Background: an optimization exercise with open tools, aiming at small area and a short achievable clock period. Do not read the settings as production practice.
Function was checked by simulation only, so behaviour that the tests miss may differ from the original.

$ cat design/flow/design.v
module chk_unit (
    input  wire        clk,
    input  wire        rst,           
    input  wire        wr_cfg,        
    input  wire        wr_init,       
    input  wire        wr_value,      
    input  wire [31:0] wdata,
    input  wire        s_valid,
    input  wire [63:0] s_data,        
    input  wire [2:0]  s_nbm1,        
    input  wire        s_last,        
    input  wire        s_check,       
    output wire [1:0]  code,
    output wire [31:0] value,
    output wire [31:0] result,
    output wire        residue_ok,
    output wire [15:0] fail_cnt,
    output wire [15:0] refused_cnt
);
    function [31:0] width_mask(input [1:0] c);
        case (c)
            2'd0, 2'd1: width_mask = 32'hFFFF_FFFF;
            2'd2:       width_mask = 32'h0000_FFFF;
            default:    width_mask = 32'h0000_00FF;
        endcase
    endfunction
    function [31:0] init_value(input [1:0] c);
        case (c)
            2'd0, 2'd1: init_value = 32'hFFFF_FFFF;
            2'd2:       init_value = 32'h0000_FFFF;
            default:    init_value = 32'h0000_0000;
        endcase
    endfunction
    function [31:0] final_xor(input [1:0] c);
        case (c)
            2'd0, 2'd1: final_xor = 32'hFFFF_FFFF;
            2'd2:       final_xor = 32'h0000_FFFF;
            default:    final_xor = 32'h0000_0000;
        endcase
    endfunction
    function [31:0] residue(input [1:0] c);
        case (c)
            2'd0:    residue = 32'hDEBB_20E3;
            2'd1:    residue = 32'hB798_B438;
            2'd2:    residue = 32'h0000_F0B8;
            default: residue = 32'h0000_0000;
        endcase
    endfunction
    reg [1:0]  code_q;
    reg [31:0] value_q;
    reg [15:0] fail_q;
    reg [15:0] refused_q;
    reg  [3:0] chk_q;         
    wire [63:0] z    = s_data ^ {32'd0, value_q};
    wire [2:0]  sh   = ~s_nbm1;
    reg  [63:0] y;
    integer k, s;
    always @* begin
        y = 64'd0;
        for (k = 0; k < 8; k = k + 1)
            for (s = 0; s <= k; s = s + 1)
                if (sh == s)
                    y[8*k +: 8] = y[8*k +: 8] | z[8*(k-s) +: 8];
    end
    wire [23:0] y_hi = value_q[31:8] >> {s_nbm1[1:0], 3'b000};
    wire [31:0] y_tail = (s_nbm1[2] || s_nbm1 == 3'd3) ? 32'd0 : {8'd0, y_hi};
    wire t64 = y[11] ^ y[55];
    wire t65 = y[12] ^ y[35];
    wire t66 = y[9] ^ y[38];
    wire t67 = y[10] ^ y[39];
    wire t68 = y[13] ^ y[42];
    wire t69 = y[3] ^ y[8];
    wire t70 = y[32] ^ y[54];
    wire t71 = y[15] ^ y[37];
    wire t72 = y[36] ^ y[45];
    wire t73 = y[5] ^ y[34];
    wire t74 = y[4] ^ y[48];
    wire t75 = y[7] ^ y[23];
    wire t76 = y[2] ^ y[40];
    wire t77 = y[6] ^ y[22];
    wire t78 = y[31] ^ y[53];
    wire t79 = y[14] ^ y[43];
    wire t80 = y[16] ^ y[63];
    wire t81 = y[21] ^ y[41];
    wire t82 = y[50] ^ y[58];
    wire t83 = y[0] ^ y[57];
    wire t84 = y[18] ^ y[33];
    wire t85 = y[28] ^ y[47];
    wire t86 = y[30] ^ y[51];
    wire t87 = y[46] ^ y[62];
    wire t88 = y[24] ^ y[44];
    wire t89 = y[20] ^ y[49];
    wire t90 = y[52] ^ y[56];
    wire t91 = y[19] ^ y[26];
    wire t92 = y[1] ^ y[59];
    wire t93 = y[60] ^ y[61];
    wire t94 = y[17] ^ y[29];
    wire t95 = y[27] ^ t70;
    wire t96 = y[25] ^ t64;
    wire t97 = t65 ^ t81;
    wire t98 = t66 ^ t69;
    wire t99 = y[11] ^ t82;
    wire t100 = t73 ^ t76;
    wire t101 = y[14] ^ t67;
    wire t102 = y[1] ^ t75;
    wire t103 = t71 ^ t78;
    wire t104 = t68 ^ t72;
    wire t105 = t77 ^ t80;
    wire t106 = y[32] ^ t74;
    wire t107 = t84 ^ t90;
    wire t108 = y[25] ^ t79;
    wire t109 = y[7] ^ t64;
    wire t110 = t65 ^ t86;
    wire t111 = y[18] ^ t75;
    wire t112 = y[12] ^ y[62];
    wire t113 = y[52] ^ y[59];
    wire t114 = t85 ^ t94;
    wire t115 = y[38] ^ t83;
    wire t116 = y[61] ^ t87;
    wire t117 = y[41] ^ t77;
    wire t118 = y[30] ^ y[49];
    wire t119 = y[17] ^ y[33];
    wire t120 = t72 ^ t95;
    wire t121 = y[19] ^ y[39];
    wire t122 = y[31] ^ t69;
    wire t123 = y[13] ^ y[36];
    wire t124 = y[15] ^ t76;
    wire t125 = y[47] ^ y[58];
    wire t126 = y[43] ^ t89;
    wire t127 = y[34] ^ y[55];
    wire t128 = y[4] ^ y[40];
    wire t129 = y[5] ^ t88;
    wire t130 = t83 ^ t91;
    wire t131 = y[42] ^ y[46];
    wire t132 = y[31] ^ t74;
    wire t133 = y[10] ^ y[57];
    wire t134 = y[36] ^ t68;
    wire t135 = t92 ^ t93;
    wire t136 = y[24] ^ y[54];
    wire t137 = y[15] ^ y[27];
    wire t138 = y[8] ^ t66;
    wire t139 = y[37] ^ y[50];
    wire t140 = y[16] ^ t67;
    wire t141 = y[6] ^ y[9];
    wire t142 = y[53] ^ t102;
    wire t143 = y[11] ^ t71;
    wire t144 = y[3] ^ y[56];
    wire t145 = y[23] ^ t73;
    wire t146 = y[24] ^ y[26];
    wire t147 = y[22] ^ t81;
    wire t148 = y[29] ^ y[51];
    wire t149 = y[44] ^ t96;
    wire t150 = y[0] ^ y[47];
    wire t151 = t67 ^ t79;
    wire t152 = y[44] ^ t89;
    wire t153 = y[17] ^ t84;
    wire t154 = y[60] ^ y[63];
    wire t155 = y[2] ^ y[37];
    wire t156 = y[21] ^ t80;
    wire t157 = y[1] ^ t87;
    wire t158 = y[28] ^ t113;
    wire t159 = y[14] ^ t82;
    wire t160 = y[12] ^ t70;
    wire t161 = y[34] ^ y[35];
    wire t162 = y[0] ^ t88;
    wire t163 = y[48] ^ t114;
    wire t164 = y[30] ^ y[52];
    wire t165 = t78 ^ t93;
    wire t166 = y[1] ^ y[16];
    wire t167 = t66 ^ t120;
    wire t168 = y[45] ^ t92;
    wire t169 = y[54] ^ t125;
    wire t170 = y[22] ^ y[27];
    wire t171 = t71 ^ t110;
    wire t172 = y[13] ^ y[55];
    wire t173 = y[62] ^ t99;
    wire t174 = y[8] ^ t72;
    wire t175 = y[25] ^ t85;
    wire t176 = y[60] ^ t107;
    wire t177 = y[5] ^ t97;
    wire t178 = y[54] ^ t78;
    wire t179 = y[12] ^ y[41];
    wire t180 = y[33] ^ y[49];
    wire t181 = y[39] ^ t105;
    wire t182 = y[38] ^ t122;
    wire t183 = y[51] ^ t131;
    wire t184 = y[20] ^ y[58];
    wire t185 = y[53] ^ y[57];
    wire t186 = y[20] ^ t94;
    wire t187 = t88 ^ t108;
    wire t188 = t79 ^ t83;
    wire t189 = y[13] ^ y[35];
    wire t190 = y[18] ^ y[40];
    wire t191 = y[6] ^ t98;
    wire t192 = t90 ^ t104;
    wire t193 = y[4] ^ t89;
    wire t194 = t68 ^ t112;
    wire t195 = t100 ^ t136;
    wire t196 = y[39] ^ t127;
    wire t197 = y[26] ^ y[32];
    wire t198 = t107 ^ t118;
    wire t199 = y[56] ^ t69;
    wire t200 = t111 ^ t126;
    wire t201 = y[46] ^ t76;
    wire t202 = y[7] ^ t91;
    wire t203 = t92 ^ t109;
    wire t204 = y[10] ^ y[52];
    wire t205 = y[10] ^ t93;
    wire t206 = y[60] ^ t77;
    wire t207 = y[7] ^ t157;
    wire t208 = y[58] ^ t115;
    wire t209 = t87 ^ t159;
    wire t210 = y[2] ^ y[23];
    wire t211 = t111 ^ t182;
    wire t212 = y[16] ^ t75;
    wire t213 = y[59] ^ t100;
    wire t214 = y[25] ^ t106;
    wire t215 = y[57] ^ t96;
    wire t216 = t103 ^ t130;
    wire t217 = y[21] ^ y[62];
    wire t218 = t91 ^ t137;
    wire t219 = y[37] ^ t122;
    wire t220 = t86 ^ t128;
    wire t221 = y[45] ^ t93;
    wire t222 = t105 ^ t121;
    wire t223 = y[16] ^ t120;
    wire t224 = y[50] ^ t145;
    wire t225 = y[19] ^ t139;
    wire t226 = t65 ^ t85;
    wire t227 = t86 ^ t172;
    wire t228 = y[46] ^ t155;
    wire t229 = y[29] ^ t72;
    wire t230 = t91 ^ t143;
    wire t231 = y[47] ^ y[59];
    wire t232 = y[34] ^ t101;
    wire t233 = y[60] ^ t123;
    wire t234 = y[21] ^ t119;
    wire t235 = y[53] ^ t65;
    wire t236 = y[30] ^ t132;
    wire t237 = t104 ^ t116;
    wire t238 = y[38] ^ t64;
    wire t239 = y[0] ^ t97;
    wire t240 = t66 ^ t119;
    wire t241 = t102 ^ t117;
    wire t242 = t80 ^ t82;
    wire t243 = y[3] ^ t101;
    wire t244 = t96 ^ t168;
    wire t245 = y[19] ^ t74;
    wire t246 = y[48] ^ t149;
    wire t247 = y[48] ^ t94;
    wire t248 = t163 ^ t208;
    wire t249 = t121 ^ t135;
    wire t250 = y[27] ^ t176;
    wire t251 = y[31] ^ y[63];
    wire t252 = y[26] ^ t129;
    wire t253 = y[51] ^ t160;
    wire t254 = y[9] ^ y[34];
    wire t255 = t68 ^ t103;
    wire t256 = y[61] ^ t101;
    wire t257 = t80 ^ t84;
    wire t258 = t88 ^ t224;
    wire t259 = t135 ^ t194;
    wire t260 = y[61] ^ t112;
    wire t261 = y[28] ^ t67;
    wire t262 = y[40] ^ t112;
    wire t263 = t106 ^ t146;
    wire t264 = t81 ^ t99;
    wire t265 = y[43] ^ t158;
    wire t266 = t97 ^ t115;
    wire t267 = y[3] ^ y[23];
    wire t268 = y[56] ^ t133;
    wire t269 = t153 ^ t183;
    wire t270 = y[7] ^ y[20];
    wire t271 = t98 ^ t117;
    wire t272 = t79 ^ t134;
    wire t273 = y[55] ^ t241;
    wire t274 = t129 ^ t134;
    wire t275 = t179 ^ t196;
    wire t276 = y[32] ^ t76;
    wire t277 = t197 ^ t258;
    wire t278 = y[8] ^ y[12];
    wire t279 = t64 ^ t140;
    wire t280 = t106 ^ t244;
    wire t281 = y[28] ^ y[31];
    wire t282 = t71 ^ t109;
    wire t283 = y[13] ^ y[45];
    wire t284 = y[20] ^ t149;
    wire t285 = t87 ^ t154;
    wire t286 = t155 ^ t273;
    wire t287 = y[6] ^ t67;
    wire t288 = t124 ^ t133;
    wire t289 = t142 ^ t264;
    wire t290 = t85 ^ t129;
    wire t291 = t109 ^ t146;
    wire t292 = t95 ^ t231;
    wire t293 = y[8] ^ y[36];
    wire t294 = t68 ^ t141;
    wire t295 = t84 ^ t108;
    wire t296 = y[4] ^ t95;
    wire t297 = y[41] ^ t159;
    wire t298 = t138 ^ t192;
    wire t299 = t90 ^ t236;
    wire t300 = t65 ^ t246;
    wire t301 = t110 ^ t123;
    wire t302 = y[22] ^ t135;
    wire t303 = y[6] ^ t161;
    wire t304 = t166 ^ t206;
    wire t305 = y[61] ^ t240;
    wire t306 = t71 ^ t242;
    wire t307 = y[2] ^ t237;
    wire t308 = y[47] ^ t67;
    wire t309 = y[33] ^ t78;
    wire t310 = t90 ^ t100;
    wire t311 = t148 ^ t189;
    wire t312 = y[52] ^ t230;
    wire t313 = y[2] ^ t73;
    wire t314 = y[11] ^ t190;
    wire t315 = y[29] ^ t169;
    wire t316 = t150 ^ t167;
    wire t317 = y[34] ^ y[37];
    wire t318 = t170 ^ t171;
    wire t319 = y[30] ^ t140;
    wire t320 = t74 ^ t87;
    wire t321 = y[0] ^ y[44];
    wire t322 = y[29] ^ t91;
    wire t323 = t96 ^ t165;
    wire t324 = t103 ^ t193;
    wire t325 = y[55] ^ t92;
    wire t326 = t197 ^ t285;
    wire t327 = t180 ^ t204;
    wire t328 = t177 ^ t191;
    wire t329 = t195 ^ t225;
    wire t330 = t211 ^ t217;
    wire t331 = y[15] ^ y[41];
    wire t332 = t89 ^ t147;
    wire t333 = t86 ^ t156;
    wire t334 = t74 ^ t139;
    wire t335 = y[42] ^ t174;
    wire t336 = t98 ^ t127;
    wire t337 = y[1] ^ t257;
    wire t338 = y[27] ^ y[54];
    wire t339 = y[21] ^ y[63];
    wire t340 = y[3] ^ t73;
    wire t341 = t221 ^ t227;
    wire t342 = t85 ^ t296;
    wire t343 = y[32] ^ t300;
    wire t344 = t128 ^ t325;
    wire t345 = t158 ^ t186;
    wire t346 = t193 ^ t316;
    wire t347 = y[5] ^ y[45];
    wire t348 = y[62] ^ t124;
    wire t349 = t178 ^ t297;
    wire t350 = y[29] ^ t304;
    wire t351 = y[41] ^ t65;
    wire t352 = y[56] ^ t154;
    wire t353 = t170 ^ t195;
    wire t354 = y[17] ^ t82;
    wire t355 = y[18] ^ t78;
    wire t356 = t161 ^ t163;
    wire t357 = y[28] ^ y[49];
    wire t358 = t83 ^ t99;
    wire t359 = y[25] ^ t86;
    wire t360 = y[40] ^ y[57];
    wire t361 = y[14] ^ t77;
    wire t362 = y[38] ^ t295;
    wire t363 = t70 ^ t142;
    wire t364 = y[37] ^ t198;
    wire t365 = t200 ^ t229;
    wire t366 = t66 ^ t125;
    wire t367 = y[35] ^ t94;
    wire t368 = y[33] ^ t69;
    wire t369 = t106 ^ t367;
    wire t370 = t81 ^ t143;
    wire t371 = t108 ^ t205;
    wire t372 = y[41] ^ t284;
    wire t373 = t144 ^ t186;
    wire t374 = y[0] ^ t309;
    wire t375 = t188 ^ t305;
    wire t376 = y[4] ^ t130;
    wire t377 = t71 ^ t184;
    wire t378 = t151 ^ t210;
    wire t379 = t99 ^ t353;
    wire t380 = t92 ^ t147;
    wire t381 = y[44] ^ t175;
    wire t382 = t114 ^ t207;
    wire t383 = t64 ^ t164;
    wire t384 = y[4] ^ t98;
    wire t385 = t200 ^ t233;
    wire t386 = t97 ^ t142;
    wire t387 = t67 ^ t132;
    wire t388 = t126 ^ t212;
    wire t389 = t101 ^ t105;
    wire t390 = y[36] ^ y[40];
    wire t391 = t166 ^ t184;
    wire t392 = t390 ^ t95;
    wire t393 = t240 ^ t245;
    wire t394 = t303 ^ t383;
    wire t395 = t391 ^ t243;
    wire t396 = t392 ^ t393;
    wire t397 = t394 ^ t395;
    wire t398 = t396 ^ t397;
    wire t399 = y[36] ^ y[56];
    wire t400 = t399 ^ t109;
    wire t401 = t153 ^ t261;
    wire t402 = t213 ^ t239;
    wire t403 = t324 ^ t400;
    wire t404 = t401 ^ t402;
    wire t405 = t403 ^ t404;
    wire t406 = t70 ^ t73;
    wire t407 = t134 ^ t199;
    wire t408 = t225 ^ t314;
    wire t409 = t406 ^ t266;
    wire t410 = t407 ^ t408;
    wire t411 = t350 ^ t409;
    wire t412 = t410 ^ t411;
    wire t413 = y[4] ^ t121;
    wire t414 = t184 ^ t110;
    wire t415 = t134 ^ t413;
    wire t416 = t414 ^ t415;
    wire t417 = t375 ^ t416;
    wire t418 = t286 ^ t417;
    wire t419 = t92 ^ t134;
    wire t420 = t151 ^ t162;
    wire t421 = t377 ^ t310;
    wire t422 = t419 ^ t420;
    wire t423 = t421 ^ t422;
    wire t424 = t330 ^ t423;
    wire t425 = y[35] ^ y[60];
    wire t426 = t185 ^ t425;
    wire t427 = t168 ^ t276;
    wire t428 = t426 ^ t187;
    wire t429 = t222 ^ t370;
    wire t430 = t384 ^ t427;
    wire t431 = t428 ^ t429;
    wire t432 = t430 ^ t431;
    wire t433 = y[14] ^ t131;
    wire t434 = t164 ^ t218;
    wire t435 = t221 ^ t313;
    wire t436 = t433 ^ t241;
    wire t437 = t434 ^ t435;
    wire t438 = t436 ^ t437;
    wire t439 = t438 ^ t343;
    wire t440 = y[6] ^ t137;
    wire t441 = t146 ^ t199;
    wire t442 = t226 ^ t440;
    wire t443 = t374 ^ t388;
    wire t444 = t441 ^ t442;
    wire t445 = t307 ^ t443;
    wire t446 = t444 ^ t445;
    wire t447 = y[57] ^ t69;
    wire t448 = t123 ^ t254;
    wire t449 = t95 ^ t156;
    wire t450 = t334 ^ t447;
    wire t451 = t448 ^ t187;
    wire t452 = t449 ^ t450;
    wire t453 = t382 ^ t451;
    wire t454 = t452 ^ t453;
    wire t455 = y[1] ^ y[18];
    wire t456 = t69 ^ t148;
    wire t457 = t455 ^ t100;
    wire t458 = t152 ^ t175;
    wire t459 = t456 ^ t120;
    wire t460 = t181 ^ t457;
    wire t461 = t458 ^ t312;
    wire t462 = t459 ^ t460;
    wire t463 = t461 ^ t462;
    wire t464 = y[26] ^ y[28];
    wire t465 = t464 ^ t160;
    wire t466 = t228 ^ t229;
    wire t467 = t232 ^ t465;
    wire t468 = t466 ^ t289;
    wire t469 = t467 ^ t468;
    wire t470 = y[29] ^ t68;
    wire t471 = t136 ^ t231;
    wire t472 = t201 ^ t238;
    wire t473 = t368 ^ t470;
    wire t474 = t471 ^ t472;
    wire t475 = t473 ^ t318;
    wire t476 = t474 ^ t475;
    wire t477 = y[16] ^ t66;
    wire t478 = t85 ^ t267;
    wire t479 = t108 ^ t233;
    wire t480 = t477 ^ t478;
    wire t481 = t275 ^ t479;
    wire t482 = t480 ^ t299;
    wire t483 = t481 ^ t482;
    wire t484 = y[49] ^ y[56];
    wire t485 = t360 ^ t484;
    wire t486 = t485 ^ t252;
    wire t487 = t255 ^ t256;
    wire t488 = t369 ^ t486;
    wire t489 = t487 ^ t488;
    wire t490 = y[5] ^ y[6];
    wire t491 = t118 ^ t331;
    wire t492 = t360 ^ t490;
    wire t493 = t491 ^ t492;
    wire t494 = t173 ^ t493;
    wire t495 = t223 ^ t362;
    wire t496 = t494 ^ t495;
    wire t497 = y[6] ^ y[44];
    wire t498 = y[59] ^ t119;
    wire t499 = t281 ^ t497;
    wire t500 = t183 ^ t202;
    wire t501 = t498 ^ t499;
    wire t502 = t275 ^ t306;
    wire t503 = t500 ^ t501;
    wire t504 = t502 ^ t503;
    wire t505 = y[60] ^ t84;
    wire t506 = t86 ^ t141;
    wire t507 = t104 ^ t151;
    wire t508 = t199 ^ t245;
    wire t509 = t505 ^ t506;
    wire t510 = t203 ^ t315;
    wire t511 = t507 ^ t508;
    wire t512 = t509 ^ t510;
    wire t513 = t511 ^ t512;
    wire t514 = y[9] ^ y[19];
    wire t515 = y[46] ^ t278;
    wire t516 = t514 ^ t152;
    wire t517 = t188 ^ t205;
    wire t518 = t515 ^ t213;
    wire t519 = t282 ^ t516;
    wire t520 = t517 ^ t299;
    wire t521 = t518 ^ t519;
    wire t522 = t520 ^ t521;
    wire t523 = y[15] ^ y[32];
    wire t524 = y[47] ^ t166;
    wire t525 = t283 ^ t523;
    wire t526 = t152 ^ t165;
    wire t527 = t268 ^ t524;
    wire t528 = t525 ^ t173;
    wire t529 = t526 ^ t527;
    wire t530 = t328 ^ t528;
    wire t531 = t529 ^ t530;
    wire t532 = y[7] ^ y[9];
    wire t533 = y[59] ^ t74;
    wire t534 = t532 ^ t234;
    wire t535 = t533 ^ t253;
    wire t536 = t358 ^ t389;
    wire t537 = t534 ^ t307;
    wire t538 = t535 ^ t536;
    wire t539 = t537 ^ t538;
    wire t540 = y[5] ^ t138;
    wire t541 = t320 ^ t171;
    wire t542 = t222 ^ t292;
    wire t543 = t540 ^ t385;
    wire t544 = t541 ^ t542;
    wire t545 = t543 ^ t544;
    wire t546 = t73 ^ t93;
    wire t547 = t118 ^ t189;
    wire t548 = t339 ^ t99;
    wire t549 = t102 ^ t162;
    wire t550 = t546 ^ t547;
    wire t551 = t219 ^ t548;
    wire t552 = t549 ^ t550;
    wire t553 = t342 ^ t551;
    wire t554 = t552 ^ t553;
    wire t555 = y[19] ^ y[45];
    wire t556 = t555 ^ t122;
    wire t557 = t140 ^ t260;
    wire t558 = t359 ^ t345;
    wire t559 = t556 ^ t557;
    wire t560 = t558 ^ t559;
    wire t561 = t379 ^ t560;
    wire t562 = y[13] ^ t141;
    wire t563 = t267 ^ t96;
    wire t564 = t220 ^ t355;
    wire t565 = t562 ^ t239;
    wire t566 = t326 ^ t345;
    wire t567 = t563 ^ t564;
    wire t568 = t565 ^ t566;
    wire t569 = t567 ^ t568;
    wire t570 = y[48] ^ t68;
    wire t571 = t73 ^ t190;
    wire t572 = t97 ^ t165;
    wire t573 = t366 ^ t570;
    wire t574 = t571 ^ t181;
    wire t575 = t291 ^ t373;
    wire t576 = t572 ^ t573;
    wire t577 = t574 ^ t575;
    wire t578 = t576 ^ t577;
    wire t579 = y[34] ^ y[58];
    wire t580 = y[61] ^ t579;
    wire t581 = t98 ^ t107;
    wire t582 = t194 ^ t580;
    wire t583 = t215 ^ t380;
    wire t584 = t388 ^ t581;
    wire t585 = t582 ^ t583;
    wire t586 = t584 ^ t585;
    wire t587 = y[8] ^ y[22];
    wire t588 = y[59] ^ t68;
    wire t589 = t88 ^ t217;
    wire t590 = t254 ^ t587;
    wire t591 = t235 ^ t352;
    wire t592 = t354 ^ t588;
    wire t593 = t589 ^ t590;
    wire t594 = t376 ^ t378;
    wire t595 = t591 ^ t592;
    wire t596 = t593 ^ t594;
    wire t597 = t595 ^ t596;
    wire t598 = y[15] ^ y[43];
    wire t599 = t88 ^ t113;
    wire t600 = t598 ^ t115;
    wire t601 = t145 ^ t153;
    wire t602 = t599 ^ t214;
    wire t603 = t222 ^ t341;
    wire t604 = t600 ^ t601;
    wire t605 = t602 ^ t603;
    wire t606 = t604 ^ t605;
    wire t607 = y[10] ^ t118;
    wire t608 = t144 ^ t111;
    wire t609 = t320 ^ t607;
    wire t610 = t252 ^ t323;
    wire t611 = t608 ^ t609;
    wire t612 = t167 ^ t610;
    wire t613 = t611 ^ t612;
    wire t614 = y[24] ^ y[56];
    wire t615 = t91 ^ t139;
    wire t616 = t180 ^ t251;
    wire t617 = t278 ^ t347;
    wire t618 = t614 ^ t116;
    wire t619 = t287 ^ t615;
    wire t620 = t616 ^ t617;
    wire t621 = t215 ^ t618;
    wire t622 = t619 ^ t620;
    wire t623 = t342 ^ t621;
    wire t624 = t622 ^ t623;
    wire t625 = y[5] ^ y[25];
    wire t626 = y[50] ^ y[54];
    wire t627 = t80 ^ t90;
    wire t628 = t625 ^ t626;
    wire t629 = t627 ^ t628;
    wire t630 = t243 ^ t301;
    wire t631 = t376 ^ t629;
    wire t632 = t382 ^ t630;
    wire t633 = t631 ^ t632;
    wire t634 = t70 ^ t98;
    wire t635 = t257 ^ t308;
    wire t636 = t311 ^ t313;
    wire t637 = t216 ^ t634;
    wire t638 = t635 ^ t636;
    wire t639 = t637 ^ t638;
    wire t640 = y[19] ^ y[43];
    wire t641 = y[59] ^ t73;
    wire t642 = t123 ^ t640;
    wire t643 = t147 ^ t228;
    wire t644 = t641 ^ t642;
    wire t645 = t279 ^ t643;
    wire t646 = t644 ^ t248;
    wire t647 = t250 ^ t645;
    wire t648 = t646 ^ t647;
    wire t649 = y[23] ^ y[30];
    wire t650 = y[42] ^ t144;
    wire t651 = t317 ^ t649;
    wire t652 = t152 ^ t235;
    wire t653 = t314 ^ t361;
    wire t654 = t650 ^ t651;
    wire t655 = t249 ^ t652;
    wire t656 = t653 ^ t654;
    wire t657 = t248 ^ t655;
    wire t658 = t656 ^ t657;
    wire t659 = y[13] ^ t82;
    wire t660 = t136 ^ t659;
    wire t661 = t236 ^ t249;
    wire t662 = t266 ^ t348;
    wire t663 = t660 ^ t365;
    wire t664 = t661 ^ t662;
    wire t665 = t663 ^ t664;
    wire t666 = y[55] ^ t80;
    wire t667 = t276 ^ t359;
    wire t668 = t666 ^ t209;
    wire t669 = t219 ^ t249;
    wire t670 = t274 ^ t332;
    wire t671 = t667 ^ t668;
    wire t672 = t669 ^ t670;
    wire t673 = t671 ^ t672;
    wire t674 = y[20] ^ t141;
    wire t675 = t148 ^ t190;
    wire t676 = t281 ^ t106;
    wire t677 = t145 ^ t218;
    wire t678 = t242 ^ t674;
    wire t679 = t675 ^ t215;
    wire t680 = t237 ^ t243;
    wire t681 = t676 ^ t677;
    wire t682 = t678 ^ t679;
    wire t683 = t680 ^ t681;
    wire t684 = t682 ^ t683;
    wire t685 = y[7] ^ y[18];
    wire t686 = t89 ^ t154;
    wire t687 = t685 ^ t115;
    wire t688 = t196 ^ t361;
    wire t689 = t686 ^ t263;
    wire t690 = t301 ^ t348;
    wire t691 = t687 ^ t688;
    wire t692 = t689 ^ t690;
    wire t693 = t691 ^ t692;
    wire t694 = y[46] ^ y[49];
    wire t695 = y[50] ^ y[63];
    wire t696 = t79 ^ t694;
    wire t697 = t695 ^ t96;
    wire t698 = t696 ^ t288;
    wire t699 = t302 ^ t697;
    wire t700 = t211 ^ t356;
    wire t701 = t698 ^ t699;
    wire t702 = t700 ^ t701;
    wire t703 = y[49] ^ t133;
    wire t704 = t172 ^ t116;
    wire t705 = t234 ^ t703;
    wire t706 = t265 ^ t384;
    wire t707 = t704 ^ t705;
    wire t708 = t318 ^ t706;
    wire t709 = t707 ^ t277;
    wire t710 = t708 ^ t709;
    wire t711 = y[4] ^ t66;
    wire t712 = t72 ^ t78;
    wire t713 = t145 ^ t162;
    wire t714 = t175 ^ t311;
    wire t715 = t711 ^ t712;
    wire t716 = t173 ^ t389;
    wire t717 = t713 ^ t714;
    wire t718 = t715 ^ t250;
    wire t719 = t716 ^ t717;
    wire t720 = t718 ^ t719;
    wire t721 = y[56] ^ t125;
    wire t722 = t146 ^ t95;
    wire t723 = t105 ^ t124;
    wire t724 = t721 ^ t341;
    wire t725 = t722 ^ t723;
    wire t726 = t362 ^ t386;
    wire t727 = t724 ^ t725;
    wire t728 = t726 ^ t727;
    wire t729 = y[0] ^ y[42];
    wire t730 = t729 ^ t143;
    wire t731 = t252 ^ t315;
    wire t732 = t371 ^ t730;
    wire t733 = t731 ^ t732;
    wire t734 = t330 ^ t733;
    wire t735 = y[30] ^ y[43];
    wire t736 = t735 ^ t138;
    wire t737 = t162 ^ t218;
    wire t738 = t260 ^ t181;
    wire t739 = t736 ^ t737;
    wire t740 = t280 ^ t738;
    wire t741 = t739 ^ t740;
    wire t742 = y[52] ^ t251;
    wire t743 = t317 ^ t130;
    wire t744 = t262 ^ t366;
    wire t745 = t742 ^ t380;
    wire t746 = t743 ^ t744;
    wire t747 = t246 ^ t365;
    wire t748 = t745 ^ t746;
    wire t749 = t747 ^ t748;
    wire t750 = t83 ^ t114;
    wire t751 = t126 ^ t235;
    wire t752 = t383 ^ t335;
    wire t753 = t337 ^ t750;
    wire t754 = t751 ^ t752;
    wire t755 = t753 ^ t277;
    wire t756 = t754 ^ t755;
    wire t757 = y[50] ^ y[52];
    wire t758 = y[60] ^ t66;
    wire t759 = t83 ^ t757;
    wire t760 = t110 ^ t117;
    wire t761 = t140 ^ t178;
    wire t762 = t758 ^ t759;
    wire t763 = t244 ^ t290;
    wire t764 = t760 ^ t761;
    wire t765 = t762 ^ t763;
    wire t766 = t764 ^ t765;
    wire t767 = y[26] ^ y[58];
    wire t768 = t767 ^ t102;
    wire t769 = t201 ^ t247;
    wire t770 = t287 ^ t192;
    wire t771 = t253 ^ t323;
    wire t772 = t768 ^ t769;
    wire t773 = t770 ^ t771;
    wire t774 = t772 ^ t773;
    wire t775 = y[13] ^ t69;
    wire t776 = t76 ^ t79;
    wire t777 = t179 ^ t185;
    wire t778 = t116 ^ t775;
    wire t779 = t776 ^ t777;
    wire t780 = t291 ^ t292;
    wire t781 = t778 ^ t779;
    wire t782 = t364 ^ t780;
    wire t783 = t781 ^ t782;
    wire t784 = y[33] ^ y[57];
    wire t785 = t137 ^ t784;
    wire t786 = t194 ^ t245;
    wire t787 = t352 ^ t785;
    wire t788 = t336 ^ t381;
    wire t789 = t786 ^ t787;
    wire t790 = t349 ^ t788;
    wire t791 = t789 ^ t790;
    wire t792 = y[2] ^ y[14];
    wire t793 = y[35] ^ y[63];
    wire t794 = t93 ^ t792;
    wire t795 = t793 ^ t147;
    wire t796 = t794 ^ t269;
    wire t797 = t795 ^ t312;
    wire t798 = t796 ^ t797;
    wire t799 = t346 ^ t798;
    wire t800 = y[53] ^ t210;
    wire t801 = t331 ^ t800;
    wire t802 = t259 ^ t358;
    wire t803 = t373 ^ t801;
    wire t804 = t802 ^ t803;
    wire t805 = y[2] ^ y[3];
    wire t806 = y[4] ^ y[18];
    wire t807 = y[58] ^ t136;
    wire t808 = t805 ^ t806;
    wire t809 = t188 ^ t807;
    wire t810 = t808 ^ t259;
    wire t811 = t333 ^ t809;
    wire t812 = t810 ^ t811;
    wire t813 = y[27] ^ y[29];
    wire t814 = y[36] ^ t144;
    wire t815 = t813 ^ t115;
    wire t816 = t116 ^ t132;
    wire t817 = t814 ^ t232;
    wire t818 = t337 ^ t370;
    wire t819 = t381 ^ t815;
    wire t820 = t816 ^ t817;
    wire t821 = t818 ^ t819;
    wire t822 = t820 ^ t821;
    wire t823 = y[10] ^ y[43];
    wire t824 = t137 ^ t823;
    wire t825 = t97 ^ t104;
    wire t826 = t824 ^ t198;
    wire t827 = t326 ^ t344;
    wire t828 = t825 ^ t826;
    wire t829 = t827 ^ t828;
    wire t830 = y[38] ^ y[42];
    wire t831 = y[44] ^ y[55];
    wire t832 = t82 ^ t113;
    wire t833 = t339 ^ t830;
    wire t834 = t831 ^ t247;
    wire t835 = t355 ^ t832;
    wire t836 = t833 ^ t256;
    wire t837 = t834 ^ t835;
    wire t838 = t836 ^ t837;
    wire t839 = y[53] ^ t71;
    wire t840 = t81 ^ t87;
    wire t841 = t100 ^ t227;
    wire t842 = t327 ^ t839;
    wire t843 = t840 ^ t841;
    wire t844 = t842 ^ t223;
    wire t845 = t248 ^ t843;
    wire t846 = t844 ^ t845;
    wire t847 = y[3] ^ t92;
    wire t848 = t131 ^ t238;
    wire t849 = t847 ^ t181;
    wire t850 = t848 ^ t349;
    wire t851 = t356 ^ t364;
    wire t852 = t849 ^ t850;
    wire t853 = t851 ^ t852;
    wire t854 = y[22] ^ y[28];
    wire t855 = y[46] ^ t854;
    wire t856 = t95 ^ t99;
    wire t857 = t212 ^ t220;
    wire t858 = t327 ^ t855;
    wire t859 = t177 ^ t255;
    wire t860 = t856 ^ t857;
    wire t861 = t858 ^ t859;
    wire t862 = t860 ^ t861;
    wire t863 = y[8] ^ y[16];
    wire t864 = y[24] ^ t113;
    wire t865 = t863 ^ t114;
    wire t866 = t117 ^ t238;
    wire t867 = t864 ^ t224;
    wire t868 = t253 ^ t272;
    wire t869 = t374 ^ t865;
    wire t870 = t866 ^ t867;
    wire t871 = t868 ^ t869;
    wire t872 = t870 ^ t871;
    wire t873 = t196 ^ t247;
    wire t874 = t294 ^ t171;
    wire t875 = t176 ^ t187;
    wire t876 = t873 ^ t363;
    wire t877 = t874 ^ t875;
    wire t878 = t876 ^ t877;
    wire t879 = y[16] ^ y[38];
    wire t880 = y[61] ^ t127;
    wire t881 = t189 ^ t879;
    wire t882 = t174 ^ t178;
    wire t883 = t202 ^ t880;
    wire t884 = t881 ^ t187;
    wire t885 = t198 ^ t288;
    wire t886 = t882 ^ t883;
    wire t887 = t884 ^ t885;
    wire t888 = t886 ^ t887;
    wire t889 = y[9] ^ y[17];
    wire t890 = y[39] ^ t161;
    wire t891 = t889 ^ t199;
    wire t892 = t890 ^ t209;
    wire t893 = t216 ^ t891;
    wire t894 = t223 ^ t892;
    wire t895 = t893 ^ t372;
    wire t896 = t894 ^ t895;
    wire t897 = y[26] ^ t156;
    wire t898 = t226 ^ t268;
    wire t899 = t377 ^ t269;
    wire t900 = t344 ^ t897;
    wire t901 = t898 ^ t167;
    wire t902 = t899 ^ t900;
    wire t903 = t901 ^ t902;
    wire t904 = y[12] ^ y[32];
    wire t905 = t321 ^ t904;
    wire t906 = t103 ^ t905;
    wire t907 = t906 ^ t298;
    wire t908 = t350 ^ t907;
    wire t909 = t283 ^ t228;
    wire t910 = t319 ^ t909;
    wire t911 = t363 ^ t375;
    wire t912 = t910 ^ t911;
    wire t913 = t64 ^ t124;
    wire t914 = t153 ^ t157;
    wire t915 = t162 ^ t169;
    wire t916 = t182 ^ t232;
    wire t917 = t913 ^ t914;
    wire t918 = t915 ^ t916;
    wire t919 = t917 ^ t918;
    wire t920 = y[18] ^ t80;
    wire t921 = t121 ^ t144;
    wire t922 = t150 ^ t254;
    wire t923 = t124 ^ t351;
    wire t924 = t920 ^ t921;
    wire t925 = t922 ^ t923;
    wire t926 = t924 ^ t280;
    wire t927 = t925 ^ t926;
    wire t928 = y[33] ^ t204;
    wire t929 = t347 ^ t152;
    wire t930 = t201 ^ t928;
    wire t931 = t216 ^ t271;
    wire t932 = t369 ^ t929;
    wire t933 = t930 ^ t931;
    wire t934 = t932 ^ t933;
    wire t935 = y[6] ^ t84;
    wire t936 = t131 ^ t340;
    wire t937 = t935 ^ t319;
    wire t938 = t936 ^ t289;
    wire t939 = t937 ^ t938;
    wire t940 = t346 ^ t939;
    wire t941 = y[8] ^ y[43];
    wire t942 = t77 ^ t941;
    wire t943 = t183 ^ t226;
    wire t944 = t234 ^ t942;
    wire t945 = t203 ^ t387;
    wire t946 = t943 ^ t944;
    wire t947 = t329 ^ t945;
    wire t948 = t946 ^ t947;
    wire t949 = t148 ^ t150;
    wire t950 = t949 ^ t271;
    wire t951 = t310 ^ t385;
    wire t952 = t950 ^ t951;
    wire t953 = t343 ^ t952;
    wire t954 = t88 ^ t118;
    wire t955 = t141 ^ t130;
    wire t956 = t334 ^ t368;
    wire t957 = t954 ^ t192;
    wire t958 = t256 ^ t955;
    wire t959 = t956 ^ t386;
    wire t960 = t957 ^ t958;
    wire t961 = t959 ^ t960;
    wire t962 = y[51] ^ t133;
    wire t963 = t104 ^ t108;
    wire t964 = t138 ^ t962;
    wire t965 = t207 ^ t324;
    wire t966 = t963 ^ t964;
    wire t967 = t965 ^ t966;
    wire t968 = t379 ^ t967;
    wire t969 = y[26] ^ y[46];
    wire t970 = y[51] ^ t70;
    wire t971 = t85 ^ t113;
    wire t972 = t969 ^ t970;
    wire t973 = t971 ^ t149;
    wire t974 = t306 ^ t378;
    wire t975 = t972 ^ t328;
    wire t976 = t973 ^ t974;
    wire t977 = t975 ^ t976;
    wire t978 = y[27] ^ y[40];
    wire t979 = y[51] ^ t119;
    wire t980 = t978 ^ t308;
    wire t981 = t979 ^ t203;
    wire t982 = t219 ^ t263;
    wire t983 = t980 ^ t981;
    wire t984 = t982 ^ t983;
    wire t985 = y[11] ^ t179;
    wire t986 = t357 ^ t100;
    wire t987 = t138 ^ t985;
    wire t988 = t214 ^ t986;
    wire t989 = t987 ^ t250;
    wire t990 = t988 ^ t989;
    wire t991 = y[50] ^ y[61];
    wire t992 = t180 ^ t185;
    wire t993 = t991 ^ t261;
    wire t994 = t294 ^ t322;
    wire t995 = t340 ^ t351;
    wire t996 = t992 ^ t993;
    wire t997 = t994 ^ t995;
    wire t998 = t996 ^ t997;
    wire t999 = y[10] ^ y[29];
    wire t1000 = t270 ^ t338;
    wire t1001 = t999 ^ t220;
    wire t1002 = t303 ^ t1000;
    wire t1003 = t173 ^ t272;
    wire t1004 = t1001 ^ t1002;
    wire t1005 = t1003 ^ t1004;
    wire t1006 = t79 ^ t86;
    wire t1007 = t251 ^ t293;
    wire t1008 = t321 ^ t158;
    wire t1009 = t1006 ^ t1007;
    wire t1010 = t177 ^ t282;
    wire t1011 = t1008 ^ t1009;
    wire t1012 = t1010 ^ t1011;
    wire t1013 = t150 ^ t338;
    wire t1014 = t132 ^ t151;
    wire t1015 = t156 ^ t202;
    wire t1016 = t262 ^ t1013;
    wire t1017 = t1014 ^ t1015;
    wire t1018 = t1016 ^ t298;
    wire t1019 = t1017 ^ t1018;
    wire t1020 = y[17] ^ t90;
    wire t1021 = t91 ^ t128;
    wire t1022 = t103 ^ t109;
    wire t1023 = t115 ^ t157;
    wire t1024 = t160 ^ t1020;
    wire t1025 = t1021 ^ t290;
    wire t1026 = t332 ^ t335;
    wire t1027 = t1022 ^ t1023;
    wire t1028 = t1024 ^ t1025;
    wire t1029 = t1026 ^ t1027;
    wire t1030 = t1028 ^ t1029;
    wire t1031 = y[5] ^ y[20];
    wire t1032 = t78 ^ t133;
    wire t1033 = t293 ^ t1031;
    wire t1034 = t107 ^ t322;
    wire t1035 = t1032 ^ t1033;
    wire t1036 = t209 ^ t214;
    wire t1037 = t1034 ^ t1035;
    wire t1038 = t1036 ^ t1037;
    wire t1039 = t286 ^ t1038;
    wire t1040 = y[27] ^ y[33];
    wire t1041 = y[42] ^ t75;
    wire t1042 = t89 ^ t185;
    wire t1043 = t1040 ^ t169;
    wire t1044 = t1041 ^ t1042;
    wire t1045 = t191 ^ t213;
    wire t1046 = t230 ^ t333;
    wire t1047 = t1043 ^ t1044;
    wire t1048 = t1045 ^ t1046;
    wire t1049 = t1047 ^ t1048;
    wire t1050 = t270 ^ t95;
    wire t1051 = t206 ^ t354;
    wire t1052 = t239 ^ t265;
    wire t1053 = t336 ^ t387;
    wire t1054 = t1050 ^ t1051;
    wire t1055 = t1052 ^ t1053;
    wire t1056 = t1054 ^ t1055;
    wire t1057 = y[9] ^ y[21];
    wire t1058 = y[35] ^ y[53];
    wire t1059 = t75 ^ t84;
    wire t1060 = t128 ^ t148;
    wire t1061 = t357 ^ t1057;
    wire t1062 = t1058 ^ t1059;
    wire t1063 = t1060 ^ t1061;
    wire t1064 = t274 ^ t279;
    wire t1065 = t302 ^ t1062;
    wire t1066 = t1063 ^ t1064;
    wire t1067 = t1065 ^ t1066;
    wire t1068 = y[11] ^ y[23];
    wire t1069 = t94 ^ t112;
    wire t1070 = t164 ^ t1068;
    wire t1071 = t117 ^ t174;
    wire t1072 = t1069 ^ t1070;
    wire t1073 = t371 ^ t1071;
    wire t1074 = t1072 ^ t329;
    wire t1075 = t1073 ^ t1074;
    wire t1076 = y[26] ^ y[63];
    wire t1077 = t1076 ^ t110;
    wire t1078 = t111 ^ t116;
    wire t1079 = t191 ^ t255;
    wire t1080 = t1077 ^ t1078;
    wire t1081 = t1079 ^ t1080;
    wire t1082 = t372 ^ t1081;
    wire [31:0] w0 = {t639, t633, t624, t613, t606, t597, t586, t578, t569, t561, t554, t545, t539, t531, t522, t513, t504, t496, t489, t483, t476, t469, t463, t454, t446, t439, t432, t424, t418, t412, t405, t398};
    wire [31:0] w1 = {t903, t896, t888, t878, t872, t862, t853, t846, t838, t829, t822, t812, t804, t799, t791, t783, t774, t766, t756, t749, t741, t734, t728, t720, t710, t702, t693, t684, t673, t665, t658, t648};
    wire [15:0] w2 = {t1012, t1005, t998, t990, t984, t977, t968, t961, t953, t948, t940, t934, t927, t919, t912, t908};
    wire [7:0] w3 = {t1082, t1075, t1067, t1056, t1049, t1039, t1030, t1019};
    reg [1:0]  ctl_code;
    reg [31:0] ctl_value;
    always @* begin
        ctl_code  = code_q;
        ctl_value = value_q;
        if (wr_cfg) begin
            ctl_code  = wdata[1:0];
            ctl_value = value_q & width_mask(wdata[1:0]);
        end
        if (wr_init)
            ctl_value = init_value(ctl_code);
        if (wr_value)
            ctl_value = wdata & width_mask(ctl_code);
    end
    wire [1:0]  n_writes = {1'b0, wr_cfg} + {1'b0, wr_init} + {1'b0, wr_value};
    wire [16:0] ref_sum  = {1'b0, refused_q} + {15'd0, n_writes};
    wire        eq0 = (value_q == 32'hDEBB_20E3);
    wire        eq1 = (value_q == 32'hB798_B438);
    wire        eq2 = (value_q[15:0] == 16'hF0B8);
    wire        eq3 = (value_q[7:0] == 8'h00);
    reg         rok;
    always @* begin
        case (code_q)
            2'd0:    rok = eq0;
            2'd1:    rok = eq1;
            2'd2:    rok = eq2;
            default: rok = eq3;
        endcase
    end
    wire        fail = |(chk_q & ~{eq3, eq2, eq1, eq0});
    wire [15:0] fail_now = (fail && fail_q != 16'hFFFF) ? fail_q + 16'd1 : fail_q;
    wire        take  = s_valid & ~rst;
    wire [3:0]  sel   = {4{take}} & (4'b0001 << code_q);
    wire [31:0] pick  = ({32{sel[0]}} & w0) | ({32{sel[1]}} & w1) |
                        {16'd0, {16{sel[2]}} & w2} | {24'd0, {8{sel[3]}} & w3};
    wire [31:0] early = rst ? 32'd0 : s_valid ? y_tail : ctl_value;
    wire [31:0] value_d = pick ^ early;
    always @(posedge clk)
        value_q <= value_d;
    always @(posedge clk) begin
        if (rst) begin
            code_q    <= 2'd1;
            fail_q    <= 16'd0;
            refused_q <= 16'd0;
            chk_q     <= 4'd0;
        end else begin
            fail_q <= fail_now;
            chk_q  <= {4{s_valid & s_last & s_check}} & (4'b0001 << code_q);
            if (s_valid) begin
                refused_q <= ref_sum[16] ? 16'hFFFF : ref_sum[15:0];
            end else begin
                code_q  <= ctl_code;
            end
        end
    end
    assign code        = code_q;
    assign value       = value_q;
    assign result      = {~(value_q[31:16] | {16{code_q[1]}}),
                          ~(value_q[15:8] | {8{code_q == 2'd3}}),
                          value_q[7:0] ^ {8{code_q != 2'd3}}};
    assign residue_ok  = rok;
    assign fail_cnt    = fail_now;
    assign refused_cnt = refused_q;
endmodule
$ cat design/flow/constraint.sdc
create_clock -name core_clock -period 25.0 [get_ports {clk}]
set_input_delay 5.0000 -clock core_clock [delete_from_list [all_inputs] [get_ports {clk}]]
set_output_delay 5.0000 -clock core_clock [all_outputs]
set_load 0.01 [all_outputs]
$ cat design/flow/standard.sh
#!/bin/bash
# synth_recipe.tcl (not shown) runs the flow's synth.tcl, then flattens the netlist and writes it again
# the make line also repeats each setting of config.mk as NAME=value (left out here)
make -C /OpenROAD-flow-scripts/flow DESIGN_CONFIG=/design/flow/config.mk WORK_HOME=/design/flow/orfs CLKGATE_MAP_FILE= SYNTH_SCRIPT=/design/flow/synth_recipe.tcl "${@:-finish}"
$ cat design/flow/flow/run.sh
#!/bin/bash
# Standard layout (the standard.sh) with these changes:
#  - synthesis uses no three-input XOR cells (two XOR2 are smaller than one
#    XOR3 here) and XOR2 cells only in their smallest size (synthesis upsizes
#    them for a delay target far below the clock period); after synthesis the
#    XOR2 sizes are allowed again, for the timing repair to use where needed;
#  - ports buffered with the smallest buffer instead of a delay buffer;
#  - the timing repair aims for more setup slack than the design's margin.
set -euo pipefail
cp config.mk config_base.mk
XOR3="sky130_fd_sc_hd__xor3_1 sky130_fd_sc_hd__xor3_2 sky130_fd_sc_hd__xor3_4 sky130_fd_sc_hd__xnor3_1 sky130_fd_sc_hd__xnor3_2 sky130_fd_sc_hd__xnor3_4"
XOR2="sky130_fd_sc_hd__xnor2_2 sky130_fd_sc_hd__xnor2_4 sky130_fd_sc_hd__xor2_2 sky130_fd_sc_hd__xor2_4"
{ cat config_base.mk
  echo "export DONT_USE_CELLS = $XOR3 $XOR2"
  echo "export BUFFER_PORTS_ARGS = -buffer_cell sky130_fd_sc_hd__buf_1"; } > config.mk
bash standard.sh SETUP_SLACK_MARGIN=${MARGIN:-16} synth > standard_synth.log 2>&1
{ cat config_base.mk
  echo "export DONT_USE_CELLS = $XOR3"
  echo "export BUFFER_PORTS_ARGS = -buffer_cell sky130_fd_sc_hd__buf_1"; } > config.mk
bash standard.sh SETUP_SLACK_MARGIN=${MARGIN:-16} finish > standard.log 2>&1
$ cat design/flow/config.mk
export PLATFORM = sky130hd
export DESIGN_NAME = chk_unit
export DESIGN_NICKNAME = chk_unit
export VERILOG_FILES = /design/flow/design.v
export SDC_FILE = /design/flow/constraint.sdc
export NUM_CORES = 4
export LEC_CHECK = 0
export CAP_MARGIN = 20
export CORE_MARGIN = 2
export CORE_UTILIZATION = 62
export SETUP_SLACK_MARGIN = 2
export SLEW_MARGIN = 40
export TNS_END_PERCENT = 10
export DONT_USE_CELLS = sky130_fd_sc_hd__xor3_1 sky130_fd_sc_hd__xor3_2 sky130_fd_sc_hd__xor3_4 sky130_fd_sc_hd__xnor3_1 sky130_fd_sc_hd__xnor3_2 sky130_fd_sc_hd__xnor3_4
export BUFFER_PORTS_ARGS = -buffer_cell sky130_fd_sc_hd__buf_1
==> results of run 1 <==
[per-stage QoR]
step	setup slack, ps	cells	area [um2]
after floorplan	16140	1967	15600
after global placement	14830	2505	17200
after detailed placement	14590	2505	17400
after CTS	15830	2520	17800
after global routing	15830	2521	18100
final	15740	2521	18100
[cell families (layout without fill, tap and decap cells)]
logic type | count (synthesis) | in the layout | synth area share
adder cells (fa/ha/maj) | 5 | 5 | 0.00497
multiplexers | 57 | 57 | 0.0369
XOR/XNOR | 1100 | 1100 | 0.617
AND/OR/NAND/NOR | 313 | 313 | 0.100
flip-flops | 70 | 70 | 0.0897
buffers and inverters | 116 | 340 | 0.0293
AO/OA/AOI/OAI | 306 | 306 | 0.122
[layout by cell type (no fill, tap or decap), drive strengths merged, types with 3 or more instances in the layout]
cell type | synthesis | routed
or3b | 3 | 3
nand3 | 27 | 27
a211oi | 27 | 27
nor3 | 27 | 27
nand2 | 48 | 48
o221ai | 5 | 5
a21oi | 82 | 82
a22oi | 9 | 9
o31ai | 5 | 5
clkbuf | 64 | 16
o22ai | 125 | 125
nand4 | 8 | 8
nand3b | 8 | 8
ha | 3 | 3
nor2 | 125 | 125
inv | 18 | 18
o2bb2ai | 6 | 6
and3 | 11 | 11
xnor2 | 890 | 890
xor2 | 210 | 210
nor4bb | 3 | 3
nor4 | 4 | 4
dfxtp | 70 | 70
buf | 33 | 301
nor2b | 24 | 24
mux2i | 53 | 53
o21ai | 37 | 37
mux2 | 4 | 4
or3 | 7 | 7
and2 | 10 | 10
[metal layers]
metal  part of all wire  up-vias  routed length [um]  GRT usage
met1               0.34     7763               25000      0.625
met5                  0        -                   0          0
met3               0.17      521               12700      0.261
met2               0.39     1700               28400      0.764
met4              0.099        0                7260      0.383
li1                   -     6967                   -          -
[path summary, 6_finish.rpt]
path / from / endpoint / slack (ps) / depth (start not counted)
hold / removal: refused_q[0] / refused_q[0] / 530 / 2
hold reg to reg: refused_q[0] / refused_q[0] / 530 / 2
setup / recovery: s_nbm1[2] / value_q[3] / 15740 / 14
setup reg to reg: value_q[28] / value_q[8] / 20240 / 12
[critical path, stage by stage]
cell and delay [ps]:
clkbuf_4 450, nand3b_1 170, buf_4 330, o22ai_1 170, a211oi_2 230, buf_4 280, xor2_1 680, xnor2_2 350
xnor2_1 740, xnor2_1 190, xnor2_1 270, o22ai_1 120, nor2_1 330, xor2_1 170
[sequential cells by signal, indices dropped and copies added (netlist names)]
name,flops
value_q,32
chk_q,4
refused_q,16
fail_q,16
code_q,2
[repair_timing]
action | in CTS | in global routing
pin swaps | 0 | 0
gates resized for setup | 18 | 19
hold endpoints to repair | 0 | 0
endpoints found under the setup margin | 31 | 30
[area by class of cell]
cell class	instances	area, um2	area share
Clock buffer	11	233	0.0129
Clock inverter	4	72.6	0.00402
Inverter	19	71.3	0.00395
Multi-Input combinational cell	1781	14300	0.793
Sequential cell	70	1400	0.0777
Tap cell	330	413	0.0229
Timing Repair Buffer	306	1550	0.0858
==> results.toml, run 1 <==
[outcome]
status = "complete, no violations"

[drt]
drt_iter0_drc = 3300
drc_errors = 0
routedWlPerCell_um = 29.1
vias_per_cell = 6.72
first_pass_iters = 12
drt_wl_total_um = 73300
final_antenna_net_count = 0
vias = 16951

[timing]
min_period_ps = 9270
whs_ps = 527
relSlewSlack = 0.334
slew_viol_final = 0
timing.fmax_mhz = 108
period_share = 0.371
setup_tns_ps = 0
skew_ps = 9.36
rsz0062_at_grt = "true"
worstMarginPinSlew_ps = 991
setup_violations = 0
finalHoldViolCount = 0

[critical_path]
critPathArrivalTime_ps = 9530
cp-end-kind = "register"
crit_fanout = 37
start_kind = "input port"
required_ps = 25270
crit_type = "in -> reg"

[floorplan]
floorplan.io_pins = 206
start_util = 0.626
rows = 58
dieArea_mm2 = 0.0265
die_w_um = 163
fp.dieH_um = 163
core-area_mm2 = 0.0250

[yosys]
syn_avg_cell_area_um2 = 7.94
ys_warn_count = 1
synth_common_cells = "890 x xnor2_1, 210 x xor2_1, 125 x nor2_1"
ys_seq_area_frac = 0.0897
syn-num-nets = 2079
synth_top_area_cell = "xnor2_1"
ys_seq_elements = 70
synth_top_cell_area_share = 0.499
yosys.cell_count.top_type = "xnor2_1"
synth.area.top_cells = "xnor2_1 50%, xor2_1 12%, dfxtp_1 9.0%"
synth-main-ff-cell = "dfxtp_1"
synth.distinct_cells = 56
synth_area_mm2 = 0.0156
synthArstFlopShare = 0
syn_inst = 1967
synth-edff-count = 0

[placement]
hpwl_um = 57900
gpl.final_weighted_congestion = 1.30
io_buffers = 205

[cells_and_area]
area_growth_pct = 15.6
drive_gt1_frac = 0.0990
antennaDiodeCount = 0
fill_cells = 2061
finalCoreUtilization = 0.723
nets = 2299

[grt]
grtUsageTotal = 0.537
grt_max_degree = 63
overflow = 0
antenna_found_initial = 0
grt_pass1_vias = 15703
grt_pass1_wl_um = 103000

[clocking]
clk_pin_slew_ps = 60
numCtsBuffers = 9
cts_setup_buffers = 0
htree_levels = 3
clkSinkCount = 70
tritoncts = "built"
cts-root-buf = "clkbuf_16"
cts.path.max_buffers = 2
holdBufCountCts = 0
insertion_delay_ps = 340

[job]
cap_violations = 0

[hold_path]
hold_path.class = "reg -> reg"
==> run 2, diff against run 1 <==
--- a/design/flow/config.mk
+++ b/design/flow/config.mk
@@ -9,6 +9,5 @@
 export CORE_MARGIN = 2
-export CORE_UTILIZATION = 62
+export CORE_UTILIZATION = 58
 export SETUP_SLACK_MARGIN = 2
 export SLEW_MARGIN = 40
-export TNS_END_PERCENT = 10
 export DONT_USE_CELLS = sky130_fd_sc_hd__xor3_1 sky130_fd_sc_hd__xor3_2 sky130_fd_sc_hd__xor3_4 sky130_fd_sc_hd__xnor3_1 sky130_fd_sc_hd__xnor3_2 sky130_fd_sc_hd__xnor3_4
==> results.toml, run 2 <==
[hold_path]
hold_path.class = "reg -> reg"

[floorplan]
rows = 60
die_w_um = 168
fp.dieH_um = 168
start_util = 0.584
core-area_mm2 = 0.0267
floorplan.io_pins = 206
dieArea_mm2 = 0.0283

[drt]
routedWlPerCell_um = 30.7
drt_wl_total_um = 78100
final_antenna_net_count = 0
vias = 16828
drt_iter0_drc = 2801
first_pass_iters = 8
drc_errors = 0
vias_per_cell = 6.62

[yosys]
synthArstFlopShare = 0
synth_area_mm2 = 0.0156
synth-main-ff-cell = "dfxtp_1"
ys_seq_area_frac = 0.0897
syn_inst = 1967
syn-num-nets = 2079
synth_top_area_cell = "xnor2_1"
synth.distinct_cells = 56
synth_common_cells = "890 x xnor2_1, 210 x xor2_1, 125 x nor2_1"
ys_seq_elements = 70
synth-edff-count = 0
syn_avg_cell_area_um2 = 7.94
yosys.cell_count.top_type = "xnor2_1"
ys_warn_count = 1
synth_top_cell_area_share = 0.499
synth.area.top_cells = "xnor2_1 50%, xor2_1 12%, dfxtp_1 9.0%"

[grt]
grt_pass1_vias = 15737
antenna_found_initial = 0
grt_pass1_wl_um = 110000
overflow = 0
grtUsageTotal = 0.538
grt_max_degree = 63

[cells_and_area]
top_register = "value_q"
finalCoreUtilization = 0.685
largest_reg_flops = 32
nets = 2308
finish.instance_area_mm2 = 0.0183
area_growth_pct = 17.3
drive_gt1_frac = 0.110
antennaDiodeCount = 0
largestRegisters = "value_q (32), fail_q (16), refused_q (16)"
final_common_cell = "xnor2_1"
layout_common_cells = "834 x xnor2_1, 201 x buf_1, 199 x xor2_1"

[job]
cap_violations = 0

[clocking]
clkSinkCount = 70
cts-root-buf = "clkbuf_16"
htree_levels = 3
tritoncts = "built"
numCtsBuffers = 9
clk_pin_slew_ps = 60
holdBufCountCts = 0
cts.path.max_buffers = 2
insertion_delay_ps = 340

[timing]
min_period_ps = 9070
setup_tns_ps = 0
relSlewSlack = 0.360
setup_violations = 0
rsz0062_at_grt = "true"
period_share = 0.363
skew_ps = 4.58
timing.fmax_mhz = 110
slew_viol_final = 0
finalHoldViolCount = 0
worstMarginPinSlew_ps = 953

[critical_path]
start_kind = "input port"
crit_type = "in -> reg"
critPathArrivalTime_ps = 9270
cp-end-kind = "register"
crit_fanout = 37
required_ps = 25200

[placement]
io_buffers = 205
dpl_cell_area_mm2 = 0.0175
gpl.final_weighted_congestion = 1.21
hpwl_um = 61700

[outcome]
status = "complete, no violations"
run 2: cell counts after synthesis:
Identical to the previous run, type by type.
run 2: final timing paths:
path	from	endpoint	slack (ps)	cells past startpoint
setup / recovery	s_nbm1[2]	value_q[29]	15930	14
hold / removal	refused_q[0]	refused_q[0]	540	2
setup reg to reg	value_q[26]	value_q[6]	20280	11
hold reg to reg	refused_q[0]	refused_q[0]	540	2
run 2: worst max-delay path, stage by stage:
cell	delay (ps)
buf_4	410
or3b_1	390
buf_4	240
o22ai_1	340
nor3_4	90
buf_12	160
buf_4	140
xnor2_2	560
xor2_1	780
xnor2_1	190
xnor2_1	460
xnor2_1	250
xnor2_1	150
o21ai_0	90
run 2: cell type report:
class,instances,area (um2)
tap,341,427
inverter,19,71.3
multi-input combinational,1781,14500
sequential,70,1400
timing repair buffer,315,1620
fill,2280,8410
clock inverter,6,109
clock buffer,10,229
run 2: kinds of logic (layout without fill, tap and decap cells):
group / after synthesis / count (layout) / synth area share
buf+inv: 116 / 350 / 0.0293
simple gates: 313 / 313 / 0.100
mux: 57 / 57 / 0.0369
fa+ha+maj: 5 / 5 / 0.00497
flops: 70 / 70 / 0.0897
compound gates: 306 / 306 / 0.122
xor+xnor: 1100 / 1100 / 0.617
run 2: repair_timing:
item	CTS	global route
resized for setup	26	32
hold endpoints to repair	0	0
endpoints found under the setup margin	31	29
buffers inserted	2	7
pin swaps	1	3
run 2: routing by layer:
layer  vias to the layer above  wire (um)  global-route usage
li1                       6979          -                   -
met1                      7723      27300               0.649
met2                      1630      31000               0.789
met3                       496      12600               0.214
met4                         0       7120               0.356
met5                         -          0                   0
run 2: per-stage QoR:
stage | hold WS, ps | worst slack [ps] | instances
finish | 539 | 15930 | 2542
global route | 583 | 15990 | 2542
CTS | 534 | 15960 | 2535
detailed placement | 522 | 14970 | 2517
global placement | 493 | 14090 | 2516
floorplan | 519 | 16140 | 1967
==> run 3, diff against run 2 <==
--- a/design/flow/flow/run.sh
+++ b/design/flow/flow/run.sh
@@ -15,3 +15,3 @@
   echo "export BUFFER_PORTS_ARGS = -buffer_cell sky130_fd_sc_hd__buf_1"; } > config.mk
-bash standard.sh SETUP_SLACK_MARGIN=${MARGIN:-16} synth > standard_synth.log 2>&1
+bash standard.sh SETUP_SLACK_MARGIN=${MARGIN:-16.5} synth > standard_synth.log 2>&1
 { cat config_base.mk
@@ -19,2 +19,2 @@
   echo "export BUFFER_PORTS_ARGS = -buffer_cell sky130_fd_sc_hd__buf_1"; } > config.mk
-bash standard.sh SETUP_SLACK_MARGIN=${MARGIN:-16} finish > standard.log 2>&1
+bash standard.sh SETUP_SLACK_MARGIN=${MARGIN:-16.5} finish > standard.log 2>&1
--- a/design/flow/config.mk
+++ b/design/flow/config.mk
@@ -9,5 +9,6 @@
 export CORE_MARGIN = 2
-export CORE_UTILIZATION = 58
+export CORE_UTILIZATION = 55
 export SETUP_SLACK_MARGIN = 2
 export SLEW_MARGIN = 40
+export TNS_END_PERCENT = 10
 export DONT_USE_CELLS = sky130_fd_sc_hd__xor3_1 sky130_fd_sc_hd__xor3_2 sky130_fd_sc_hd__xor3_4 sky130_fd_sc_hd__xnor3_1 sky130_fd_sc_hd__xnor3_2 sky130_fd_sc_hd__xnor3_4
==> results.toml, run 3 <==
[outcome]
status = "complete, no violations"

[cells_and_area]
layout_common_cells = "789 x xnor2_1, 201 x buf_1, 186 x xor2_1"
area_growth_pct = 23.6
antennaDiodeCount = 0
fill_cells = 2351
final_common_cell = "xnor2_1"
fin_cells = 2589
top_register = "value_q"
finalCoreUtilization = 0.693
ff_latch_area_mm2 = 0.00140
drive_gt1_frac = 0.147
multi_input_area_mm2 = 0.0152
nets = 2318
largest_reg_flops = 32
largestRegisters = "value_q (32), fail_q (16), refused_q (16)"

[yosys]
synth_common_cells = "890 x xnor2_1, 210 x xor2_1, 125 x nor2_1"
syn_avg_cell_area_um2 = 7.94
synth-main-ff-cell = "dfxtp_1"
synth.area.top_cells = "xnor2_1 50%, xor2_1 12%, dfxtp_1 9.0%"
synth_area_mm2 = 0.0156
ys_seq_elements = 70
synth_top_area_cell = "xnor2_1"
syn_inst = 1967
synth.distinct_cells = 56
synth_top_cell_area_share = 0.499
syn-num-nets = 2079
synthArstFlopShare = 0
ys_warn_count = 1
ys_seq_area_frac = 0.0897
yosys.cell_count.top_type = "xnor2_1"
synth-edff-count = 0

[grt]
grt_max_degree = 63
grt_pass1_wl_um = 111000
grt_pass1_vias = 16006
overflow = 0
antenna_found_initial = 0
grtUsageTotal = 0.510

[timing]
setup_tns_ps = 0
timing.fmax_mhz = 114
slew_viol_final = 0
min_period_ps = 8740
worstMarginPinSlew_ps = 951
postLayoutSetupSlackWorst_ps = 16260
relSlewSlack = 0.361
setup_violations = 0
period_share = 0.350
skew_ps = 10.4
rsz0062_at_grt = "true"
finalHoldViolCount = 0

[placement]
io_buffers = 205
gpl.final_weighted_congestion = 1.22
hpwl_um = 61900
dp_slack_ps = 14750
place_inst = 2545

[critical_path]
r2r-end = "value_q[23]"
crit_type = "in -> reg"
start_kind = "input port"
reg2reg_depth = 11
cp-end-kind = "register"
critPathArrivalTime_ps = 8950
crit_fanout = 31
r2r_setup_slack_ps = 20570
worstReg2RegStart = "value_q[9]"
required_ps = 25210

[hold_path]
min-delay-start = "refused_q[0]"
min_to = "refused_q[0]"
whs_path_depth = 2
hold_path.class = "reg -> reg"

[drt]
vias = 17205
first_pass_iters = 7
routedWlPerCell_um = 30.9
vias_per_cell = 6.65
drt_iter0_drc = 2941
drt_wl_total_um = 80000
drc_errors = 0
final_antenna_net_count = 0

[floorplan]
floorplan.io_pins = 206
fp.dieH_um = 173
rows = 61
dieArea_mm2 = 0.0298
die_w_um = 173
core-area_mm2 = 0.0279
start_util = 0.561

[clocking]
cts-root-buf = "clkbuf_16"
tritoncts = "built"
clkSinkCount = 70
htree_levels = 3
cts.path.max_buffers = 2
clk_pin_slew_ps = 60
insertion_delay_ps = 340
numCtsBuffers = 9

[job]
cap_violations = 0
[run 3: area by class of cell]
type,instances,share of cell area
clock inverter,5,0.00428
timing repair buffer,325,0.0926
tap,378,0.0245
multi-input combinational,1781,0.790
clock buffer,11,0.0126
sequential,70,0.0727
inverter,19,0.00369
[run 3: cells by family (layout without fill, tap and decap cells)]
family	Yosys count	in the layout	share of synthesized area
compound gates	306	306	0.122
xor+xnor	1100	1100	0.617
flops	70	70	0.0897
fa+ha+maj	5	5	0.00497
simple gates	313	313	0.100
mux	57	57	0.0369
buf+inv	116	360	0.0293
[run 3: routing by layer]
| metal | global-route usage | wire length [um] |
|---|---|---|
| met2 | 0.726 | 31300 |
| met1 | 0.610 | 27600 |
| met3 | 0.218 | 13200 |
| met4 | 0.374 | 7900 |
| met5 | 0 | 0 |
[run 3: how the worst max path moves through the flow]
| stage | endpoint | from | cells past startpoint | slack, ps |
|---|---|---|---|---|
| after floorplan | value_q[4] | s_nbm1[2] | 16 | 16420 |
| after CTS | value_q[4] | s_nbm1[1] | 15 | 16410 |
| final | value_q[10] | s_nbm1[0] | 16 | 16260 |
| after detailed placement | value_q[8] | s_nbm1[0] | 14 | 14750 |
| after global placement | value_q[8] | s_nbm1[0] | 14 | 14380 |
| after global routing | value_q[9] | s_nbm1[1] | 17 | 16330 |
[run 3: timing repair]
action	4_1_cts	5_1_grt
endpoints found under the setup margin	32	29
hold buffers	0	0
resized for setup	93	47
pin swaps	8	11
gates cloned	0	1
setup buffers	11	16
[run 3: per-stage QoR]
step	area, um2	hold slack [ps]
4_1_cts	18700	527
6_report	19300	539
3_5_place_dp	17600	515
5_1_grt	19300	573
3_3_place_gp	17300	488
2_1_floorplan	15700	519
[run 3: critical path, stage by stage]
cell	delay [ps]
clkbuf_2	180
buf_12	230
or3b_1	410
buf_6	200
o22ai_1	220
a211oi_2	50
buf_4	240
xnor2_4	400
xor2_2	420
xor2_1	210
xnor2_1	90
xnor2_1	580
xnor2_1	240
o22ai_1	200
a21oi_1	80
xor2_1	170

## re-timing with driven ports
How much do the figures lean on ideal ports? The routed layouts below were timed once more, with nothing changed but the port constraints.
Step 1 (the two cells are an assumption about what drives the block):
set clk [get_ports {clk}]
set_driving_cell -lib_cell sky130_fd_sc_hd__clkbuf_16 $clk
set_driving_cell -lib_cell sky130_fd_sc_hd__buf_2 [delete_from_list [all_inputs] $clk]
Step 2 adds t to the input delays and takes it off the output delays; t is the mean of the earliest and latest rising clock arrival at the registers after step 1. Input paths then give back, and output paths get back, about the clock's delay inside the block.
Slacks: no drivers / after step 1 / after step 2; pairs: no drivers / after step 1.
run	shift t [ns]	setup slack, ns	worst setup path after step 2	worst data-port slew with drivers (ns)
run 1	0.376	15.735 / 15.756 / 15.381	input to register	0.04
run 2	0.385	15.932 / 15.960 / 15.575	input to register	0.05
run 3	0.374	16.255 / 16.278 / 15.904	input to register	0.05
After both steps setup and hold are still met in every run listed. For run 2, which loses most, drivers alone change the setup slack by +0.028 ns; drivers and shift together by -0.357 ns.
